Background: an optimization exercise with open tools, aiming at small area and a short achievable clock period. Do not read the settings as production practice.
The RTL was checked by simulation tests, not by an equivalence proof against the original design.
Power is estimated from default activity; no workload was simulated.

==> design.v <==
module sc_seed_mix(input wire [7:0] b, input wire [15:0] o, output wire [31:0] p);
  wire t1 = b[3] ^ ~b[0] ^ 1'b1;
  wire t2 = (b[3] & ~b[0]) | (b[3] & 1'b1) | (~b[0] & 1'b1);
  wire t3 = b[6] ^ ~b[3] ^ ~b[0];
  wire t4 = (b[6] & ~b[3]) | (b[6] & ~b[0]) | (~b[3] & ~b[0]);
  wire t5 = b[7] ^ ~b[4] ^ ~b[1];
  wire t6 = (b[7] & ~b[4]) | (b[7] & ~b[1]) | (~b[4] & ~b[1]);
  wire t7 = ~b[6] ^ ~b[3] ^ b[0];
  wire t8 = (~b[6] & ~b[3]) | (~b[6] & b[0]) | (~b[3] & b[0]);
  wire t9 = ~b[7] ^ ~b[4] ^ b[1];
  wire t10 = (~b[7] & ~b[4]) | (~b[7] & b[1]) | (~b[4] & b[1]);
  wire t11 = ~b[5] ^ b[2] ^ ~b[0];
  wire t12 = (~b[5] & b[2]) | (~b[5] & ~b[0]) | (b[2] & ~b[0]);
  wire t13 = ~b[6] ^ b[3] ^ ~b[1];
  wire t14 = (~b[6] & b[3]) | (~b[6] & ~b[1]) | (b[3] & ~b[1]);
  wire t15 = ~b[7] ^ b[4] ^ ~b[2];
  wire t16 = (~b[7] & b[4]) | (~b[7] & ~b[2]) | (b[4] & ~b[2]);
  wire t17 = b[5] ^ ~b[3] ^ 1'b1;
  wire t18 = (b[5] & ~b[3]) | (b[5] & 1'b1) | (~b[3] & 1'b1);
  wire t19 = b[6] ^ ~b[4] ^ ~b[0];
  wire t20 = (b[6] & ~b[4]) | (b[6] & ~b[0]) | (~b[4] & ~b[0]);
  wire t21 = b[7] ^ ~b[5] ^ ~b[1];
  wire t22 = (b[7] & ~b[5]) | (b[7] & ~b[1]) | (~b[5] & ~b[1]);
  wire t23 = ~b[7] ^ ~b[3] ^ b[0];
  wire t24 = (~b[7] & ~b[3]) | (~b[7] & b[0]) | (~b[3] & b[0]);
  wire t25 = ~b[4] ^ b[1] ^ 1'b1;
  wire t26 = (~b[4] & b[1]) | (~b[4] & 1'b1) | (b[1] & 1'b1);
  wire t27 = ~b[5] ^ b[2] ^ 1'b1;
  wire t28 = (~b[5] & b[2]) | (~b[5] & 1'b1) | (b[2] & 1'b1);
  wire t29 = ~b[6] ^ b[3] ^ ~b[0];
  wire t30 = (~b[6] & b[3]) | (~b[6] & ~b[0]) | (b[3] & ~b[0]);
  wire t31 = ~b[7] ^ b[4] ^ ~b[1];
  wire t32 = (~b[7] & b[4]) | (~b[7] & ~b[1]) | (b[4] & ~b[1]);
  wire t33 = b[5] ^ ~b[2] ^ 1'b1;
  wire t34 = (b[5] & ~b[2]) | (b[5] & 1'b1) | (~b[2] & 1'b1);
  wire t35 = b[6] ^ ~b[3] ^ 1'b1;
  wire t36 = (b[6] & ~b[3]) | (b[6] & 1'b1) | (~b[3] & 1'b1);
  wire t37 = b[7] ^ ~b[4] ^ b[0];
  wire t38 = (b[7] & ~b[4]) | (b[7] & b[0]) | (~b[4] & b[0]);
  wire t39 = ~b[5] ^ b[1] ^ 1'b1;
  wire t40 = (~b[5] & b[1]) | (~b[5] & 1'b1) | (b[1] & 1'b1);
  wire t41 = ~b[6] ^ b[2] ^ b[0];
  wire t42 = t2 ^ b[4] ^ ~b[1];
  wire t43 = (t2 & b[4]) | (t2 & ~b[1]) | (b[4] & ~b[1]);
  wire t44 = t6 ^ ~b[5] ^ ~b[2];
  wire t45 = (t6 & ~b[5]) | (t6 & ~b[2]) | (~b[5] & ~b[2]);
  wire t46 = t22 ^ ~b[6] ^ ~b[2];
  wire t47 = (t22 & ~b[6]) | (t22 & ~b[2]) | (~b[6] & ~b[2]);
  wire t48 = t36 ^ t37 ^ 1'b1;
  wire t49 = (t36 & t37) | (t36 & 1'b1) | (t37 & 1'b1);
  wire t50 = t40 ^ t41 ^ 1'b1;
  wire t51 = t43 ^ b[5] ^ ~b[2];
  wire t52 = (t43 & b[5]) | (t43 & ~b[2]) | (b[5] & ~b[2]);
  wire t53 = t47 ^ ~b[7] ^ ~b[3];
  wire t54 = (t47 & ~b[7]) | (t47 & ~b[3]) | (~b[7] & ~b[3]);
  wire t55 = t49 ^ t38 ^ t39;
  wire t56 = (t49 & t38) | (t49 & t39) | (t38 & t39);
  wire t57 = t52 ^ t3 ^ 1'b1;
  wire t58 = (t52 & t3) | (t52 & 1'b1) | (t3 & 1'b1);
  wire t59 = t54 ^ ~b[4] ^ ~b[0];
  wire t60 = (t54 & ~b[4]) | (t54 & ~b[0]) | (~b[4] & ~b[0]);
  wire t61 = t58 ^ t4 ^ t5;
  wire t62 = (t58 & t4) | (t58 & t5) | (t4 & t5);
  wire t63 = t60 ^ ~b[5] ^ ~b[1];
  wire t64 = (t60 & ~b[5]) | (t60 & ~b[1]) | (~b[5] & ~b[1]);
  wire t65 = t64 ^ ~b[6] ^ ~b[2];
  wire t66 = (t64 & ~b[6]) | (t64 & ~b[2]) | (~b[6] & ~b[2]);
  wire [31:0] ra0 = {t56, t55, t48, t34, t32, t30, t28, t26, t24, t66, t65, t63, t59, t53, t46, t20, t18, t16, t14, t12, t10, t8, t45, t62, t61, t57, t51, t42, t1, b[2], b[1], b[0]};
  wire [31:0] rb0 = {t50, 1'b0, 1'b0, t35, t33, t31, t29, t27, t25, t23, 1'b0, 1'b0, 1'b0, 1'b0, 1'b0, t21, t19, t17, t15, t13, t11, t9, t7, t44, 1'b0, 1'b0, 1'b0, 1'b0, 1'b0, 1'b0, 1'b0, 1'b0};
  wire t67 = ~o[2] ^ ~o[0] ^ 1'b1;
  wire t68 = (~o[2] & ~o[0]) | (~o[2] & 1'b1) | (~o[0] & 1'b1);
  wire t69 = ~o[4] ^ ~o[2] ^ ~o[0];
  wire t70 = (~o[4] & ~o[2]) | (~o[4] & ~o[0]) | (~o[2] & ~o[0]);
  wire t71 = ~o[5] ^ ~o[3] ^ ~o[1];
  wire t72 = (~o[5] & ~o[3]) | (~o[5] & ~o[1]) | (~o[3] & ~o[1]);
  wire t73 = ~o[6] ^ ~o[4] ^ ~o[2];
  wire t74 = (~o[6] & ~o[4]) | (~o[6] & ~o[2]) | (~o[4] & ~o[2]);
  wire t75 = ~o[7] ^ ~o[5] ^ ~o[3];
  wire t76 = (~o[7] & ~o[5]) | (~o[7] & ~o[3]) | (~o[5] & ~o[3]);
  wire t77 = ~o[8] ^ ~o[6] ^ ~o[4];
  wire t78 = (~o[8] & ~o[6]) | (~o[8] & ~o[4]) | (~o[6] & ~o[4]);
  wire t79 = ~o[9] ^ ~o[7] ^ ~o[5];
  wire t80 = (~o[9] & ~o[7]) | (~o[9] & ~o[5]) | (~o[7] & ~o[5]);
  wire t81 = ~o[10] ^ ~o[8] ^ ~o[6];
  wire t82 = (~o[10] & ~o[8]) | (~o[10] & ~o[6]) | (~o[8] & ~o[6]);
  wire t83 = ~o[11] ^ ~o[9] ^ ~o[7];
  wire t84 = (~o[11] & ~o[9]) | (~o[11] & ~o[7]) | (~o[9] & ~o[7]);
  wire t85 = o[4] ^ o[2] ^ o[0];
  wire t86 = (o[4] & o[2]) | (o[4] & o[0]) | (o[2] & o[0]);
  wire t87 = ~o[12] ^ ~o[10] ^ ~o[8];
  wire t88 = (~o[12] & ~o[10]) | (~o[12] & ~o[8]) | (~o[10] & ~o[8]);
  wire t89 = o[5] ^ o[3] ^ o[1];
  wire t90 = (o[5] & o[3]) | (o[5] & o[1]) | (o[3] & o[1]);
  wire t91 = ~o[13] ^ ~o[11] ^ ~o[9];
  wire t92 = (~o[13] & ~o[11]) | (~o[13] & ~o[9]) | (~o[11] & ~o[9]);
  wire t93 = o[6] ^ o[4] ^ o[2];
  wire t94 = (o[6] & o[4]) | (o[6] & o[2]) | (o[4] & o[2]);
  wire t95 = ~o[14] ^ ~o[12] ^ ~o[10];
  wire t96 = (~o[14] & ~o[12]) | (~o[14] & ~o[10]) | (~o[12] & ~o[10]);
  wire t97 = o[7] ^ o[5] ^ o[3];
  wire t98 = (o[7] & o[5]) | (o[7] & o[3]) | (o[5] & o[3]);
  wire t99 = ~o[15] ^ ~o[13] ^ ~o[11];
  wire t100 = (~o[15] & ~o[13]) | (~o[15] & ~o[11]) | (~o[13] & ~o[11]);
  wire t101 = o[8] ^ o[6] ^ o[4];
  wire t102 = (o[8] & o[6]) | (o[8] & o[4]) | (o[6] & o[4]);
  wire t103 = ~o[14] ^ ~o[12] ^ o[9];
  wire t104 = (~o[14] & ~o[12]) | (~o[14] & o[9]) | (~o[12] & o[9]);
  wire t105 = o[7] ^ o[5] ^ ~o[2];
  wire t106 = (o[7] & o[5]) | (o[7] & ~o[2]) | (o[5] & ~o[2]);
  wire t107 = ~o[15] ^ ~o[13] ^ o[10];
  wire t108 = (~o[15] & ~o[13]) | (~o[15] & o[10]) | (~o[13] & o[10]);
  wire t109 = o[8] ^ o[6] ^ ~o[3];
  wire t110 = (o[8] & o[6]) | (o[8] & ~o[3]) | (o[6] & ~o[3]);
  wire t111 = ~o[14] ^ o[11] ^ o[9];
  wire t112 = (~o[14] & o[11]) | (~o[14] & o[9]) | (o[11] & o[9]);
  wire t113 = o[7] ^ ~o[4] ^ ~o[0];
  wire t114 = (o[7] & ~o[4]) | (o[7] & ~o[0]) | (~o[4] & ~o[0]);
  wire t115 = ~o[15] ^ o[12] ^ o[10];
  wire t116 = (~o[15] & o[12]) | (~o[15] & o[10]) | (o[12] & o[10]);
  wire t117 = o[8] ^ ~o[5] ^ ~o[1];
  wire t118 = (o[8] & ~o[5]) | (o[8] & ~o[1]) | (~o[5] & ~o[1]);
  wire t119 = o[13] ^ o[11] ^ o[9];
  wire t120 = (o[13] & o[11]) | (o[13] & o[9]) | (o[11] & o[9]);
  wire t121 = ~o[6] ^ ~o[2] ^ ~o[0];
  wire t122 = (~o[6] & ~o[2]) | (~o[6] & ~o[0]) | (~o[2] & ~o[0]);
  wire t123 = o[14] ^ o[12] ^ o[10];
  wire t124 = (o[14] & o[12]) | (o[14] & o[10]) | (o[12] & o[10]);
  wire t125 = ~o[7] ^ ~o[3] ^ ~o[1];
  wire t126 = (~o[7] & ~o[3]) | (~o[7] & ~o[1]) | (~o[3] & ~o[1]);
  wire t127 = o[15] ^ o[13] ^ o[11];
  wire t128 = (o[15] & o[13]) | (o[15] & o[11]) | (o[13] & o[11]);
  wire t129 = ~o[8] ^ ~o[4] ^ ~o[2];
  wire t130 = (~o[8] & ~o[4]) | (~o[8] & ~o[2]) | (~o[4] & ~o[2]);
  wire t131 = o[14] ^ o[12] ^ ~o[9];
  wire t132 = (o[14] & o[12]) | (o[14] & ~o[9]) | (o[12] & ~o[9]);
  wire t133 = ~o[5] ^ ~o[3] ^ 1'b1;
  wire t134 = (~o[5] & ~o[3]) | (~o[5] & 1'b1) | (~o[3] & 1'b1);
  wire t135 = o[15] ^ o[13] ^ ~o[10];
  wire t136 = (o[15] & o[13]) | (o[15] & ~o[10]) | (o[13] & ~o[10]);
  wire t137 = ~o[6] ^ ~o[4] ^ 1'b1;
  wire t138 = (~o[6] & ~o[4]) | (~o[6] & 1'b1) | (~o[4] & 1'b1);
  wire t139 = o[14] ^ ~o[11] ^ ~o[7];
  wire t140 = (o[14] & ~o[11]) | (o[14] & ~o[7]) | (~o[11] & ~o[7]);
  wire t141 = o[15] ^ ~o[12] ^ ~o[8];
  wire t142 = (o[15] & ~o[12]) | (o[15] & ~o[8]) | (~o[12] & ~o[8]);
  wire t143 = ~o[13] ^ ~o[9] ^ ~o[7];
  wire t144 = (~o[13] & ~o[9]) | (~o[13] & ~o[7]) | (~o[9] & ~o[7]);
  wire t145 = ~o[14] ^ ~o[10] ^ ~o[8];
  wire t146 = (~o[14] & ~o[10]) | (~o[14] & ~o[8]) | (~o[10] & ~o[8]);
  wire t147 = ~o[15] ^ ~o[11] ^ ~o[9];
  wire t148 = (~o[15] & ~o[11]) | (~o[15] & ~o[9]) | (~o[11] & ~o[9]);
  wire t149 = ~o[12] ^ ~o[10] ^ ~o[5];
  wire t150 = (~o[12] & ~o[10]) | (~o[12] & ~o[5]) | (~o[10] & ~o[5]);
  wire t151 = ~o[13] ^ ~o[11] ^ ~o[6];
  wire t152 = o[4] ^ o[0] ^ 1'b1;
  wire t153 = t68 ^ ~o[3] ^ ~o[1];
  wire t154 = (t68 & ~o[3]) | (t68 & ~o[1]) | (~o[3] & ~o[1]);
  wire t155 = t74 ^ t75 ^ o[0];
  wire t156 = (t74 & t75) | (t74 & o[0]) | (t75 & o[0]);
  wire t157 = t76 ^ t77 ^ o[1];
  wire t158 = (t76 & t77) | (t76 & o[1]) | (t77 & o[1]);
  wire t159 = t78 ^ t79 ^ o[2];
  wire t160 = (t78 & t79) | (t78 & o[2]) | (t79 & o[2]);
  wire t161 = t80 ^ t81 ^ o[3];
  wire t162 = (t80 & t81) | (t80 & o[3]) | (t81 & o[3]);
  wire t163 = t82 ^ t83 ^ t85;
  wire t164 = (t82 & t83) | (t82 & t85) | (t83 & t85);
  wire t165 = t84 ^ t86 ^ t87;
  wire t166 = (t84 & t86) | (t84 & t87) | (t86 & t87);
  wire t167 = t88 ^ t90 ^ t91;
  wire t168 = (t88 & t90) | (t88 & t91) | (t90 & t91);
  wire t169 = t92 ^ t94 ^ t95;
  wire t170 = (t92 & t94) | (t92 & t95) | (t94 & t95);
  wire t171 = t97 ^ ~o[0] ^ 1'b1;
  wire t172 = (t97 & ~o[0]) | (t97 & 1'b1) | (~o[0] & 1'b1);
  wire t173 = t96 ^ t98 ^ t99;
  wire t174 = (t96 & t98) | (t96 & t99) | (t98 & t99);
  wire t175 = t100 ^ t102 ^ t103;
  wire t176 = (t100 & t102) | (t100 & t103) | (t102 & t103);
  wire t177 = t104 ^ t106 ^ t107;
  wire t178 = (t104 & t106) | (t104 & t107) | (t106 & t107);
  wire t179 = t108 ^ t110 ^ t111;
  wire t180 = (t108 & t110) | (t108 & t111) | (t110 & t111);
  wire t181 = t112 ^ t114 ^ t115;
  wire t182 = (t112 & t114) | (t112 & t115) | (t114 & t115);
  wire t183 = t116 ^ t118 ^ t119;
  wire t184 = (t116 & t118) | (t116 & t119) | (t118 & t119);
  wire t185 = t120 ^ t122 ^ t123;
  wire t186 = (t120 & t122) | (t120 & t123) | (t122 & t123);
  wire t187 = t124 ^ t126 ^ t127;
  wire t188 = (t124 & t126) | (t124 & t127) | (t126 & t127);
  wire t189 = t128 ^ t130 ^ t131;
  wire t190 = (t128 & t130) | (t128 & t131) | (t130 & t131);
  wire t191 = t132 ^ t134 ^ t135;
  wire t192 = (t132 & t134) | (t132 & t135) | (t134 & t135);
  wire t193 = t136 ^ t138 ^ t139;
  wire t194 = (t136 & t138) | (t136 & t139) | (t138 & t139);
  wire t195 = t140 ^ t141 ^ ~o[6];
  wire t196 = (t140 & t141) | (t140 & ~o[6]) | (t141 & ~o[6]);
  wire t197 = t142 ^ t143 ^ ~o[2];
  wire t198 = (t142 & t143) | (t142 & ~o[2]) | (t143 & ~o[2]);
  wire t199 = t144 ^ t145 ^ ~o[3];
  wire t200 = (t144 & t145) | (t144 & ~o[3]) | (t145 & ~o[3]);
  wire t201 = t146 ^ t147 ^ ~o[4];
  wire t202 = (t146 & t147) | (t146 & ~o[4]) | (t147 & ~o[4]);
  wire t203 = t148 ^ t149 ^ o[3];
  wire t204 = (t148 & t149) | (t148 & o[3]) | (t149 & o[3]);
  wire t205 = t150 ^ t151 ^ t152;
  wire t206 = t154 ^ t69 ^ 1'b1;
  wire t207 = (t154 & t69) | (t154 & 1'b1) | (t69 & 1'b1);
  wire t208 = t158 ^ t159 ^ o[0];
  wire t209 = (t158 & t159) | (t158 & o[0]) | (t159 & o[0]);
  wire t210 = t160 ^ t161 ^ o[1];
  wire t211 = (t160 & t161) | (t160 & o[1]) | (t161 & o[1]);
  wire t212 = t164 ^ t165 ^ t89;
  wire t213 = (t164 & t165) | (t164 & t89) | (t165 & t89);
  wire t214 = t166 ^ t167 ^ t93;
  wire t215 = (t166 & t167) | (t166 & t93) | (t167 & t93);
  wire t216 = t168 ^ t169 ^ t171;
  wire t217 = (t168 & t169) | (t168 & t171) | (t169 & t171);
  wire t218 = t170 ^ t172 ^ t173;
  wire t219 = (t170 & t172) | (t170 & t173) | (t172 & t173);
  wire t220 = t174 ^ t175 ^ t105;
  wire t221 = (t174 & t175) | (t174 & t105) | (t175 & t105);
  wire t222 = t176 ^ t177 ^ t109;
  wire t223 = (t176 & t177) | (t176 & t109) | (t177 & t109);
  wire t224 = t178 ^ t179 ^ t113;
  wire t225 = (t178 & t179) | (t178 & t113) | (t179 & t113);
  wire t226 = t180 ^ t181 ^ t117;
  wire t227 = (t180 & t181) | (t180 & t117) | (t181 & t117);
  wire t228 = t182 ^ t183 ^ t121;
  wire t229 = (t182 & t183) | (t182 & t121) | (t183 & t121);
  wire t230 = t184 ^ t185 ^ t125;
  wire t231 = (t184 & t185) | (t184 & t125) | (t185 & t125);
  wire t232 = t186 ^ t187 ^ t129;
  wire t233 = (t186 & t187) | (t186 & t129) | (t187 & t129);
  wire t234 = t188 ^ t189 ^ t133;
  wire t235 = (t188 & t189) | (t188 & t133) | (t189 & t133);
  wire t236 = t190 ^ t191 ^ t137;
  wire t237 = (t190 & t191) | (t190 & t137) | (t191 & t137);
  wire t238 = t192 ^ t193 ^ ~o[5];
  wire t239 = (t192 & t193) | (t192 & ~o[5]) | (t193 & ~o[5]);
  wire t240 = t194 ^ t195 ^ ~o[1];
  wire t241 = (t194 & t195) | (t194 & ~o[1]) | (t195 & ~o[1]);
  wire t242 = t196 ^ t197 ^ o[0];
  wire t243 = (t196 & t197) | (t196 & o[0]) | (t197 & o[0]);
  wire t244 = t198 ^ t199 ^ o[1];
  wire t245 = (t198 & t199) | (t198 & o[1]) | (t199 & o[1]);
  wire t246 = t200 ^ t201 ^ o[2];
  wire t247 = (t200 & t201) | (t200 & o[2]) | (t201 & o[2]);
  wire t248 = t202 ^ t203 ^ 1'b1;
  wire t249 = (t202 & t203) | (t202 & 1'b1) | (t203 & 1'b1);
  wire t250 = t207 ^ t70 ^ t71;
  wire t251 = (t207 & t70) | (t207 & t71) | (t70 & t71);
  wire t252 = t211 ^ t162 ^ t163;
  wire t253 = (t211 & t162) | (t211 & t163) | (t162 & t163);
  wire t254 = t217 ^ t218 ^ t101;
  wire t255 = (t217 & t218) | (t217 & t101) | (t218 & t101);
  wire t256 = t219 ^ t220 ^ 1'b1;
  wire t257 = (t219 & t220) | (t219 & 1'b1) | (t220 & 1'b1);
  wire t258 = t221 ^ t222 ^ 1'b1;
  wire t259 = (t221 & t222) | (t221 & 1'b1) | (t222 & 1'b1);
  wire t260 = t223 ^ t224 ^ 1'b1;
  wire t261 = (t223 & t224) | (t223 & 1'b1) | (t224 & 1'b1);
  wire t262 = t225 ^ t226 ^ 1'b1;
  wire t263 = (t225 & t226) | (t225 & 1'b1) | (t226 & 1'b1);
  wire t264 = t227 ^ t228 ^ 1'b1;
  wire t265 = (t227 & t228) | (t227 & 1'b1) | (t228 & 1'b1);
  wire t266 = t229 ^ t230 ^ 1'b1;
  wire t267 = (t229 & t230) | (t229 & 1'b1) | (t230 & 1'b1);
  wire t268 = t231 ^ t232 ^ 1'b1;
  wire t269 = (t231 & t232) | (t231 & 1'b1) | (t232 & 1'b1);
  wire t270 = t237 ^ t238 ^ ~o[0];
  wire t271 = (t237 & t238) | (t237 & ~o[0]) | (t238 & ~o[0]);
  wire t272 = t249 ^ t204 ^ t205;
  wire t273 = t251 ^ t72 ^ t73;
  wire t274 = (t251 & t72) | (t251 & t73) | (t72 & t73);
  wire t275 = t269 ^ t233 ^ t234;
  wire t276 = (t269 & t233) | (t269 & t234) | (t233 & t234);
  wire t277 = t271 ^ t239 ^ t240;
  wire t278 = (t271 & t239) | (t271 & t240) | (t239 & t240);
  wire t279 = t276 ^ t235 ^ t236;
  wire t280 = (t276 & t235) | (t276 & t236) | (t235 & t236);
  wire t281 = t278 ^ t241 ^ t242;
  wire t282 = (t278 & t241) | (t278 & t242) | (t241 & t242);
  wire t283 = t282 ^ t243 ^ t244;
  wire t284 = (t282 & t243) | (t282 & t244) | (t243 & t244);
  wire t285 = t284 ^ t245 ^ t246;
  wire t286 = (t284 & t245) | (t284 & t246) | (t245 & t246);
  wire t287 = t286 ^ t247 ^ t248;
  wire t288 = (t286 & t247) | (t286 & t248) | (t247 & t248);
  wire [31:0] ra1 = {t288, t287, t285, t283, t281, t277, t280, t279, t275, t267, t265, t263, t261, t259, t257, t255, t254, t215, t213, t253, t252, t209, t208, t156, t274, t273, t250, t206, t153, t67, ~o[1], ~o[0]};
  wire [31:0] rb1 = {t272, 1'b0, 1'b0, 1'b0, 1'b0, 1'b0, t270, 1'b0, 1'b0, t268, t266, t264, t262, t260, t258, t256, ~o[1], t216, t214, t212, 1'b0, t210, 1'b0, t157, t155, 1'b0, 1'b0, 1'b0, 1'b0, 1'b0, 1'b0, 1'b1};
  assign p = (ra0 + rb0) ^ (ra1 + rb1);
endmodule
module store_cvt (
    input  wire        clk,
    input  wire        rst,
    input  wire        start,
    input  wire [3:0]  cfg_fmt,             
    input  wire        cfg_acc_int,         
    input  wire [1:0]  cfg_round,           
    input  wire [1:0]  cfg_round_default,   
    input  wire        cfg_e5m2_inf,
    input  wire [4:0]  cfg_shift,           
    input  wire [31:0] cfg_sr_seed,
    input  wire [7:0]  cfg_bough,           
    input  wire [15:0] cfg_opseq,           
    input  wire        in_valid,
    input  wire [31:0] in_data,
    input  wire [7:0]  in_scale,            
    output reg         out_valid,
    output reg  [31:0] out_data,
    output reg         out_nan,
    output reg         out_inf,
    output reg         out_sat,
    output reg         out_flush
);
    localparam [1:0] M_RNE = 2'd1, M_RTZ = 2'd2, M_SR = 2'd3;
    reg [3:0] fmt;
    reg       acc;
    reg [1:0] mode;
    reg       e5inf;
    reg [4:0] shift;
    always @(posedge clk) begin
        if (start) begin
            fmt   <= cfg_fmt;
            acc   <= cfg_acc_int;
            mode  <= (cfg_round == 2'd0) ? cfg_round_default : cfg_round;
            e5inf <= cfg_e5m2_inf;
            shift <= cfg_shift;
        end
    end
    wire is_b    = (fmt == 4'h5) || (fmt == 4'h6) || (fmt == 4'h7);
    wire dst_int = (fmt == 4'h9) || (fmt == 4'hA) || (fmt == 4'hB);
    wire k_fl    = !acc && !fmt[3];              
    wire k_log   = !acc && (fmt == 4'h8);        
    wire k_fi    = !acc && dst_int;              
    wire k_ii    = acc && dst_int;               
    wire k_if    = acc && !dst_int;              
    wire cp32    = !acc && (fmt == 4'h0);        
    wire rtz     = (mode == M_RTZ);
    wire sr_mode = (mode == M_SR);
    reg        iv;
    reg [31:0] id;
    reg [7:0]  isc;
    reg        ph1, ph2;
    always @(posedge clk) begin
        iv       <= !rst && in_valid;
        id[31:16] <= in_data[31:16];
        id[15:0] <= start ? cfg_opseq : in_data[15:0];
        isc      <= start ? cfg_bough : in_scale;
        ph1      <= start;
        ph2      <= ph1;
    end
    reg  [31:0] sr;
    wire [31:0] mix;
    sc_seed_mix u_mix (.b(isc), .o(id[15:0]), .p(mix));
    wire [31:0] x0  = {sr[31:1], sr[0] | (sr == 32'd0)};
    wire [31:0] xa  = x0 ^ (x0 << 13);
    wire [31:0] xb  = xa ^ (xa >> 17);
    wire [31:0] xn  = xb ^ (xb << 5);
    reg         mv;
    wire        consume = mv && sr_mode;
    always @(posedge clk) begin
        if (start)
            sr <= cfg_sr_seed;
        else if (ph1)
            sr <= sr ^ mix;
        else if (ph2 || consume)
            sr <= xn;
    end
    wire [15:0] u = sr[31:16];
    wire        s     = id[31];
    wire [7:0]  ef    = id[30:23];
    wire [22:0] fr    = id[22:0];
    wire        hid   = (ef != 8'd0);
    wire        fr_nz = (fr != 23'd0);
    wire        f_max = (ef == 8'hFF);
    wire        f_nan = f_max && fr_nz;
    wire        f_inf = f_max && !fr_nz;
    wire        f_zero = !hid && !fr_nz;
    wire [7:0]  ee    = {ef[7:1], ef[0] | !hid};
    wire [31:0] av = s ? (~id + 32'd1) : id;
    reg  [5:0]  lz;
    integer i;
    always @(*) begin
        lz = 6'd32;
        for (i = 0; i < 32; i = i + 1)
            if (av[i])
                lz = 6'd31 - i[5:0];
    end
    reg  [4:0]         mw;      
    reg  [10:0]        goff;    
    reg  [7:0]         emax;    
    always @(*) begin
        case (fmt[2:0])
            3'd1:    begin mw = 5'd10; goff = 11'h790;   emax = 8'd30;  end
            3'd2:    begin mw = 5'd7;  goff = 11'd0;     emax = 8'd254; end
            3'd3:    begin mw = 5'd3;  goff = 11'h788;   emax = 8'd15;  end
            3'd4:    begin mw = 5'd2;  goff = 11'h790;   emax = 8'd30;  end
            3'd5:    begin mw = 5'd2;  goff = 11'd3;     emax = 8'd7;   end
            3'd6:    begin mw = 5'd3;  goff = 11'd1;     emax = 8'd3;   end
            3'd7:    begin mw = 5'd1;  goff = 11'd1;     emax = 8'd3;   end
            default: begin mw = 5'd23; goff = 11'd0;     emax = 8'd255; end
        endcase
    end
    wire [2:0] lzs = hid ? 3'd0 : fr[22] ? 3'd1 : fr[21] ? 3'd2 : fr[20] ? 3'd3 : 3'd4;
    wire [10:0] xe   = hid ? {3'b0, ee} : (11'd1 - {8'b0, lzs});
    wire [10:0] sb   = is_b ? {3'b0, isc} : 11'd0;
    wire [10:0] e_d  = xe + goff - sb;
    wire        nres = !e_d[10] && (e_d != 11'd0);
    wire        a_big = !e_d[10] && (e_d[9:0] > {2'b0, emax});
    wire        a_atmax = (e_d == {3'b0, emax});
    wire [10:0] ta_n = 11'd47 - {6'b0, mw} - {8'b0, lzs};
    wire [10:0] ta_s = 11'd48 - {6'b0, mw} - goff + sb - {3'b0, ee};
    wire [10:0] ta   = nres ? ta_n : ta_s;
    reg  [31:0] wa;
    always @(*) begin
        if (!nres)
            wa = {8'b0, hid, fr};
        else case (lzs)
            3'd0:    wa = {1'b0, e_d[7:0], fr};
            3'd1:    wa = {8'b0, e_d[1:0], fr[21:0]};
            3'd2:    wa = {9'b0, e_d[1:0], fr[20:0]};
            default: wa = {10'b0, e_d[1:0], fr[19:0]};
        endcase
    end
    function [15:0] ltab(input [2:0] f);
        case (f)
            3'd0: ltab = 16'h8000;
            3'd1: ltab = 16'h8B96;
            3'd2: ltab = 16'h9838;
            3'd3: ltab = 16'hA5FF;
            3'd4: ltab = 16'hB505;
            3'd5: ltab = 16'hC567;
            3'd6: ltab = 16'hD745;
            default: ltab = 16'hEAC1;
        endcase
    endfunction
    function [16:0] lmid(input [2:0] f);
        case (f)
            3'd0: lmid = 17'h08000 + 17'h08B96;
            3'd1: lmid = 17'h08B96 + 17'h09838;
            3'd2: lmid = 17'h09838 + 17'h0A5FF;
            3'd3: lmid = 17'h0A5FF + 17'h0B505;
            3'd4: lmid = 17'h0B505 + 17'h0C567;
            3'd5: lmid = 17'h0C567 + 17'h0D745;
            3'd6: lmid = 17'h0D745 + 17'h0EAC1;
            default: lmid = 17'h0EAC1 + 17'h10000;
        endcase
    endfunction
    wire [15:0] q16 = {1'b1, fr[22:8]};
    wire [16:0] q17 = {1'b1, fr[22:7]};
    wire        lo8 = (fr[7:0] != 8'd0);
    wire        lo7 = (fr[6:0] != 7'd0);
    reg  [2:0]  i_rtz;
    reg  [3:0]  i_rne;
    integer k;
    always @(*) begin
        i_rtz = 3'd0;
        for (k = 1; k < 8; k = k + 1)
            if (q16 >= ltab(k))
                i_rtz = i_rtz + 3'd1;
        i_rne = 4'd0;
        for (k = 0; k < 8; k = k + 1)
            if ((q17 > lmid(k)) || ((q17 == lmid(k)) && (lo7 || k[0])))
                i_rne = i_rne + 4'd1;
    end
    wire [3:0]  lhi   = ee[3:0] + 4'd9;        
    wire [3:0]  lhr   = lhi + {3'd0, i_rne[3]};
    wire [6:0]  l_rne = {lhr, i_rne[2:0]};
    reg  [6:0]  lval;
    reg         lsat;
    always @(*) begin
        lsat = 1'b0;
        if (!hid) begin
            lval = 7'd0;
        end else if (ee > 8'd134) begin
            lval = 7'd127;
            lsat = 1'b1;
        end else if (ee == 8'd134) begin
            lsat = (q16 > 16'hEAC1) || ((q16 == 16'hEAC1) && lo8);
            if (rtz)
                lval = {4'hF, i_rtz};
            else
                lval = (i_rne[3] || (i_rne[2:0] == 3'd7)) ? 7'd127 : {4'hF, i_rne[2:0]};
        end else if (ee >= 8'd119) begin
            if (rtz)
                lval = {lhi, i_rtz};
            else if (ee == 8'd119 && i_rne == 4'd0)
                lval = 7'd1;
            else
                lval = l_rne;
        end else if (ee == 8'd118) begin
            lval = (!rtz && ((q16 > 16'h8B96) || ((q16 == 16'h8B96) && lo8))) ? 7'd1 : 7'd0;
        end else begin
            lval = 7'd0;
        end
    end
    wire [10:0] tb_ = 11'd174 - {3'b0, ee};
    reg fi_big;
    always @(*) begin
        case (fmt)
            4'h9:    fi_big = (ee >= 8'd135);
            4'hA:    fi_big = (ee >= 8'd131);
            default: fi_big = (ee >= 8'd159) || ((ee == 8'd158) && !(s && !fr_nz));
        endcase
    end
    reg  [31:0]        w1;
    reg  [10:0]        t1w;
    reg                big1, atmax1, inf1, nan1, zin1;
    always @(*) begin
        w1     = 32'd0;
        t1w    = 11'd0;
        big1   = 1'b0;
        atmax1 = 1'b0;
        inf1   = f_inf;
        nan1   = f_nan || (is_b && isc == 8'hFF);
        zin1   = f_zero;
        if (k_fl) begin
            w1     = wa;
            t1w    = ta;
            big1   = !cp32 && (f_inf || a_big);
            atmax1 = !cp32 && a_atmax;
        end else if (k_log) begin
            w1     = {2'b0, lval, fr};
            t1w    = 11'd47;
            big1   = f_inf || lsat;
        end else if (k_fi) begin
            w1     = {8'b0, hid, fr};
            t1w    = tb_;
            big1   = f_inf || fi_big;
        end else begin
            w1     = av;
            t1w    = k_ii ? ((fmt == 4'hB) ? 11'd24 : {6'b0, shift} + 11'd24) : (11'd32 - {5'b0, lz});
            inf1   = 1'b0;
            nan1   = 1'b0;
            zin1   = (id == 32'd0);
        end
    end
    wire [6:0] t1 = t1w[10] ? 7'd0 : (t1w > 11'd72) ? 7'd72 : t1w[6:0];
    reg [31:0]        w2;
    reg [6:0]         t2;
    reg               s2, big2, atmax2, inf2, nan2, zin2;
    always @(posedge clk) begin
        mv     <= !rst && iv;
        w2     <= w1;
        t2     <= t1;
        s2     <= s;
        big2   <= big1;
        atmax2 <= atmax1;
        inf2   <= inf1;
        nan2   <= nan1;
        zin2   <= zin1;
    end
    wire [6:0]   tt   = t2;
    wire [103:0] wide = {w2, 72'b0} >> tt;
    wire [31:0]  n    = wide[79:48];
    wire [15:0]  r16  = wide[47:32];
    wire         stk  = (wide[31:0] != 32'd0);
    wire [7:0]   e_if = 8'd126 + {1'b0, t2};
    wire [31:0]  inc_in = (k_if && !zin2) ? {1'b0, e_if, n[22:0]} : n;
    reg up;
    always @(*) begin
        if (k_log)
            up = 1'b0;
        else case (mode)
            M_RNE:   up = r16[15] && ((r16[14:0] != 15'd0) || stk || n[0]);
            M_SR:    up = (u < r16);
            default: up = 1'b0;
        endcase
    end
    wire        isint = k_fi || k_ii;
    wire        neg   = isint && s2;
    wire [31:0] inc   = (inc_in ^ {32{neg}}) + {31'd0, up ^ neg};
    wire        n2z   = (n == 32'd0) && !up;
    reg cf;
    always @(*) begin
        case (fmt)
            4'h1:    cf = inc[10];
            4'h2:    cf = inc[7];
            4'h3:    cf = inc[7] || (inc[2:0] == 3'd7);
            4'h4:    cf = inc[2];
            4'h5:    cf = inc[5];
            4'h6:    cf = inc[5];
            default: cf = inc[3];
        endcase
    end
    wire ovf = big2 || (atmax2 && cf);
    wire ii_big = k_ii && (fmt == 4'h9 ? (n[31:8] != 24'd0) : fmt == 4'hA ? (n[31:4] != 28'd0) : 1'b0);
    wire has_inf = (fmt == 4'h1) || (fmt == 4'h2) || ((fmt == 4'h4) && e5inf);
    wire inf_res = has_inf && (inf2 || !rtz);
    reg [31:0] maxp, infp, nanp;
    always @(*) begin
        case (fmt)
            4'h1:    begin maxp = {16'd0, s2, 15'h7BFF}; infp = {16'd0, s2, 15'h7C00}; nanp = {16'd0, s2, 15'h7E00}; end
            4'h2:    begin maxp = {16'd0, s2, 15'h7F7F}; infp = {16'd0, s2, 15'h7F80}; nanp = {16'd0, s2, 15'h7FC0}; end
            4'h3:    begin maxp = {24'd0, s2, 7'h7E};    infp = {24'd0, s2, 7'h7E};    nanp = {24'd0, s2, 7'h7F};    end
            4'h4:    begin maxp = {24'd0, s2, 7'h7B};    infp = {24'd0, s2, 7'h7C};    nanp = {24'd0, s2, 7'h7F};    end
            4'h5:    begin maxp = {26'd0, s2, 5'h1F};    infp = maxp;                  nanp = 32'd0;                 end
            4'h6:    begin maxp = {26'd0, s2, 5'h1F};    infp = maxp;                  nanp = 32'd0;                 end
            4'h7:    begin maxp = {28'd0, s2, 3'h7};     infp = maxp;                  nanp = 32'd0;                 end
            4'h8:    begin maxp = {24'd0, s2, 7'h7F};    infp = maxp;                  nanp = 32'd0;                 end
            4'h9:    begin maxp = s2 ? 32'h80 : 32'h7F;  infp = maxp;                  nanp = 32'd0;                 end
            4'hA:    begin maxp = s2 ? 32'h8 : 32'h7;    infp = maxp;                  nanp = 32'd0;                 end
            4'hB:    begin maxp = s2 ? 32'h8000_0000 : 32'h7FFF_FFFF; infp = maxp;     nanp = 32'd0;                 end
            default: begin maxp = 32'd0;                 infp = 32'd0;                 nanp = 32'd0;                 end
        endcase
    end
    reg [31:0] body;
    always @(*) begin
        if (acc)
            case (fmt)
                4'h9:    body = {24'd0, inc[7:0]};
                4'hA:    body = {28'd0, inc[3:0]};
                4'hB:    body = inc;
                default: body = {s2, inc[30:0]};
            endcase
        else
            case (fmt)
                4'h0:    body = {s2, inc[30:0]};
                4'h1, 4'h2: body = {16'd0, s2, inc[14:0]};
                4'h3, 4'h4, 4'h8: body = {24'd0, s2, inc[6:0]};
                4'h5, 4'h6: body = {26'd0, s2, inc[4:0]};
                4'h7:    body = {28'd0, s2, inc[2:0]};
                4'h9:    body = {24'd0, inc[7:0]};
                4'hA:    body = {28'd0, inc[3:0]};
                default: body = inc;
            endcase
    end
    reg satk;
    always @(*) begin
        case (fmt)
            4'h9:    satk = s2 ? (inc[8] && !inc[7]) : (inc[8] || inc[7]);
            4'hA:    satk = s2 ? (inc[4] && !inc[3]) : (inc[4] || inc[3]);
            default: satk = 1'b0;
        endcase
    end
    reg [31:0] res;
    reg        c_nan, c_inf, c_sat, c_flush;
    always @(*) begin
        res     = body;
        c_nan   = 1'b0;
        c_inf   = 1'b0;
        c_sat   = 1'b0;
        c_flush = 1'b0;
        if (cp32) begin
            c_nan = nan2;
            c_inf = inf2;
        end else if (nan2) begin
            res   = nanp;
            c_nan = 1'b1;
        end else if (isint) begin
            if (big2 || ii_big || satk) begin
                res   = maxp;
                c_sat = 1'b1;
            end else begin
                c_flush = n2z && !zin2;
            end
        end else if (ovf) begin
            if (inf_res) begin
                res   = infp;
                c_inf = 1'b1;
            end else begin
                res   = maxp;
                c_sat = 1'b1;
            end
        end else begin
            c_flush = n2z && !zin2;
        end
    end
    always @(posedge clk) begin
        out_valid <= !rst && mv;
        out_data  <= res;
        out_nan   <= c_nan;
        out_inf   <= c_inf;
        out_sat   <= c_sat;
        out_flush <= c_flush;
    end
endmodule
==> flow/run.sh <==
#!/bin/bash
set -euo pipefail
export SETUP_SLACK_MARGIN=23.0
export SKIP_GATE_CLONING=1
bash standard.sh > make.log 2>&1
==> standard.sh <==
#!/bin/bash
# synth_recipe.tcl (not shown) runs the flow's synth.tcl, then flattens the netlist and writes it again
# the make line also repeats each setting of config.mk as NAME=value (left out here)
make -C /OpenROAD-flow-scripts/flow DESIGN_CONFIG=/design/flow/config.mk WORK_HOME=/design/flow/orfs CLKGATE_MAP_FILE= SYNTH_SCRIPT=/design/flow/synth_recipe.tcl "${@:-finish}"
==> config.mk <==
export PLATFORM = sky130hd
export DESIGN_NAME = store_cvt
export DESIGN_NICKNAME = store_cvt
export VERILOG_FILES = /design/flow/design.v
export SDC_FILE = /design/flow/constraint.sdc
export NUM_CORES = 4
export LEC_CHECK = 0
export ABC_AREA = 1
export CAP_MARGIN = 0
export CORE_MARGIN = 2
export CORE_UTILIZATION = 65
export PLACE_DENSITY = 0.75
export SLEW_MARGIN = 0
==> constraint.sdc <==
create_clock -name core_clock -period 30.0 [get_ports {clk}]
set_input_delay 6.0000 -clock core_clock [delete_from_list [all_inputs] [get_ports {clk}]]
set_output_delay 6.0000 -clock core_clock [all_outputs]
set_load 0.01 [all_outputs]
==> run notes <==
## kinds of logic after synthesis
kind of cell               synth area share
and+or+nand+nor                       0.273
DFF                                   0.169
xor gates and xnor gates             0.0882
muxes                               0.00355
adders and majority gates             0.190
AOI/OAI and AO/OA                     0.162
buffers and inverters                 0.114
## per-stage QoR
stage | hold WS (ns) | cell area (µm²) | total power (W) | setup WS, ns
floorplan | 0.329 | 23000 | 0.00169 | 22.65
global placement | 0.399 | 24600 | 0.00216 | 21.71
detailed placement | 0.412 | 24600 | 0.00223 | 21.63
CTS | 0.425 | 25200 | 0.00244 | 23.00
global route | 0.451 | 25200 | 0.00270 | 23.02
finish | 0.426 | 25200 | 0.00252 | 23.05
## synthesized netlist by cell type, types with 61 or more instances
master   count  area (µm²)
nand2_1    822        3090
inv_1      528        1980
nor2_1     306        1150
o21ai_0    197         986
xor2_1     171        1500
nand3_1    155         776
a21oi_1    154         771
ha_1       143        1790
fa_1       128        2560
dfxtp_1    126        2520
o21ai_1     68         340
nor3_1      61         305
## routing by layer
metal | global-route usage | up-vias | part of all wire | wire (µm)
li1 | - | 11300 | - | -
met1 | 0.548 | 11200 | 0.38 | 30400
met2 | 0.662 | 1732 | 0.43 | 34100
met3 | 0.138 | 377 | 0.14 | 10900
met4 | 0.200 | 2 | 0.051 | 4010
met5 | 0 | - | 0.00016 | 13
## power by group
group / internal [W] / leakage (nW) / switching, W / total, W
logic: 0.000663 / 10.4 / 0.00125 / 0.00192
clock network: 0.000106 / 0.260 / 0.000109 / 0.000215
registers: 0.000309 / 1.52 / 0.0000823 / 0.000391
## sequential cells by signal (all words and copies together) (netlist names), 2 cells and up
signal	flops
w2	32
fmt	4
t2	7
sr	32
mode	2
out_data	32
shift	5
id	32
isc	8
## path summary, 6_finish.rpt
check | startpoint | to | slack [ns] | cells after the start
min | iv | mv | 0.43 | 2
max | start | sr[25] | 23.05 | 6
min reg2reg | iv | mv | 0.43 | 2
max reg2reg | id[9] | sr[31] | 23.16 | 20
## tightest hold or removal path, cell delays in order, from the launching register on
cell and delay (ns):
dfxtp_1 0.30, inv_1 0.05, nor2_1 0.04
## cell type report
| cell class | count | share of cell area |
|---|---|---|
| multi-input cells | 2610 | 0.653 |
| flip-flops and latches | 171 | 0.154 |
| inverters | 563 | 0.0848 |
| repair buffers | 182 | 0.0644 |
| well taps | 455 | 0.0226 |
| clock buffers | 19 | 0.0172 |
| clock inverters | 13 | 0.00372 |
| diodes | 2 | 0.000198 |
## what timing repair did
item	4_1_cts	5_1_grt
setup endpoints to repair	127	92
gates resized for setup	137	43
setup buffers	5	9
pin swaps	2	1
==> impl_metrics.py <==
metrics = {
    "cells_and_area": {
        "fin_cells": 4015,
        "final_cell_mix": "820 x nand2_1, 528 x inv_1, 302 x nor2_1",
        "drive_gt1_frac": 0.0655,
        "nFillCells": 2829,
        "area_delta_synth_final_pct": 10.1,
        "seq_area_um2": 3880,
        "fin_nets": 3931,
        "mostFrequentLayoutCell": "nand2_1",
        "multiInputGateArea_um2": 16500,
        "finish.utilization": 0.729,
    },
    "floorplan": {
        "dieArea_um2": 36800,
        "core_um2": 34600,
        "rows": 68,
        "die_h_um": 192,
        "initial_core_util": 0.662,
        "io_pins": 152,
        "die_w_um": 192,
    },
    "place": {
        "gp_congestion": 1.05,
        "hpwl_um": 62300,
        "io_buffers": 151,
        "dp_cells": 3967,
    },
    "power": {
        "ir_drop_uv": 77.9,
        "power_leakage_nw": 12.1,
        "pwr_density_cell_nw_per_um2": 100,
    },
    "timing": {
        "rsz0062_at_grt": "no",
        "timing.fmax_ghz": 0.144,
        "fin_crit_sh": 0.232,
        "hold_viol": 0,
        "maxSlewViolCount": 0,
        "relSlewSlack": 0.313,
        "finalSetupViolCount": 0,
        "worst_clock_skew_ns": 0.0161,
        "finalSetupTns_ns": 0,
        "min_period_ns": 6.95,
        "worst_pin_slew_ns": 1.01,
    },
    "global_routing": {
        "grt_overflow": 0,
        "antenna_found_initial": 1,
        "grt_usage": 0.430,
        "grt_max_degree": 46,
        "grt_pass1_wl_um": 123000,
        "grt_pass1_vias": 23800,
    },
    "routing": {
        "firstDrtPassIters": 7,
        "drc_errors": 0,
        "drtIter0Drc": 3315,
        "wl_per_cell_um": 19.8,
        "ant_nets": 0,
        "routed_wl_um": 79400,
        "vias": 24600,
        "vias_per_cell": 6.14,
    },
    "worst_setup_path": {
        "cpLargestDelayFamily": "buffers and inverters",
        "crit_chain": "buf_2, buf_16, nor2_4, inv_6, a311o_2, buf_8",
        "cpPeakStageDelay_ns": 0.37,
        "critical_path_class": "in -> reg",
        "cp.buffers_inverters": 4,
        "critPathSlowestCell": "a311o_2",
        "start_kind": "primary input",
        "crit_arrival_ns": 7.19,
        "required_ns": 30.24,
        "critPathCaptureType": "flop",
        "path_max_fanout": 19,
    },
    "synth": {
        "ys_warn_count": 1,
        "syn_avg_cell_area_um2": 6.66,
        "yosys_most_used_dff": "dfxtp_1",
        "synth_nets": 3827,
        "synth_edf_count": 45,
        "ys_types": 83,
        "yosys_register_bits": 171,
        "netlist_area_um2": 22900,
        "synthCells": 3441,
        "ys_seq_area_frac": 0.169,
        "async_reset_ff_frac": 0,
    },
    "cts": {
        "cts_root_buf": "clkbuf_16",
        "clkSlewWorstSetupHoldPaths_ns": 0.07,
        "clock_latency_ns": 0.48,
        "cts_hold_buf": 0,
        "cts_max_level": 4,
        "cts_buffers": 17,
        "ctsLongestPathBuffers": 2,
        "cts.sinks": 171,
        "cts_tree": "built",
    },
    "outcome": {
        "status": "timing/DRC/antenna clean",
    },
    "hold_path": {
        "hp-class": "reg -> reg",
    },
    "run": {
        "cap_viol_max_count": 0,
    },
}

-- separate check: timing with driven ports --
No port has a modelled driver above. Below, the same layout with a new extraction and two added sets of constraints.
Step 1 (the two cells are an assumption about what drives the block):
set clk [get_ports {clk}]
set_driving_cell -lib_cell sky130_fd_sc_hd__clkbuf_16 $clk
set_driving_cell -lib_cell sky130_fd_sc_hd__buf_2 [delete_from_list [all_inputs] $clk]
Step 2, shift: input delay + t, output delay - t, t = (earliest + latest rising clock arrival at the registers) / 2. This alone moves slack from input paths to output paths.
Slacks: ideal ports / drivers / drivers and shift; pairs: ideal ports / drivers.
shift t [ns]: 0.524
setup WS [ns]: 23.049 / 23.012 / 22.507
cell pins on the clock port's net: 1
After both steps setup and hold are still met in this run. The setup slack of this run moves by -0.037 ns with the drivers and by -0.542 ns with both steps.
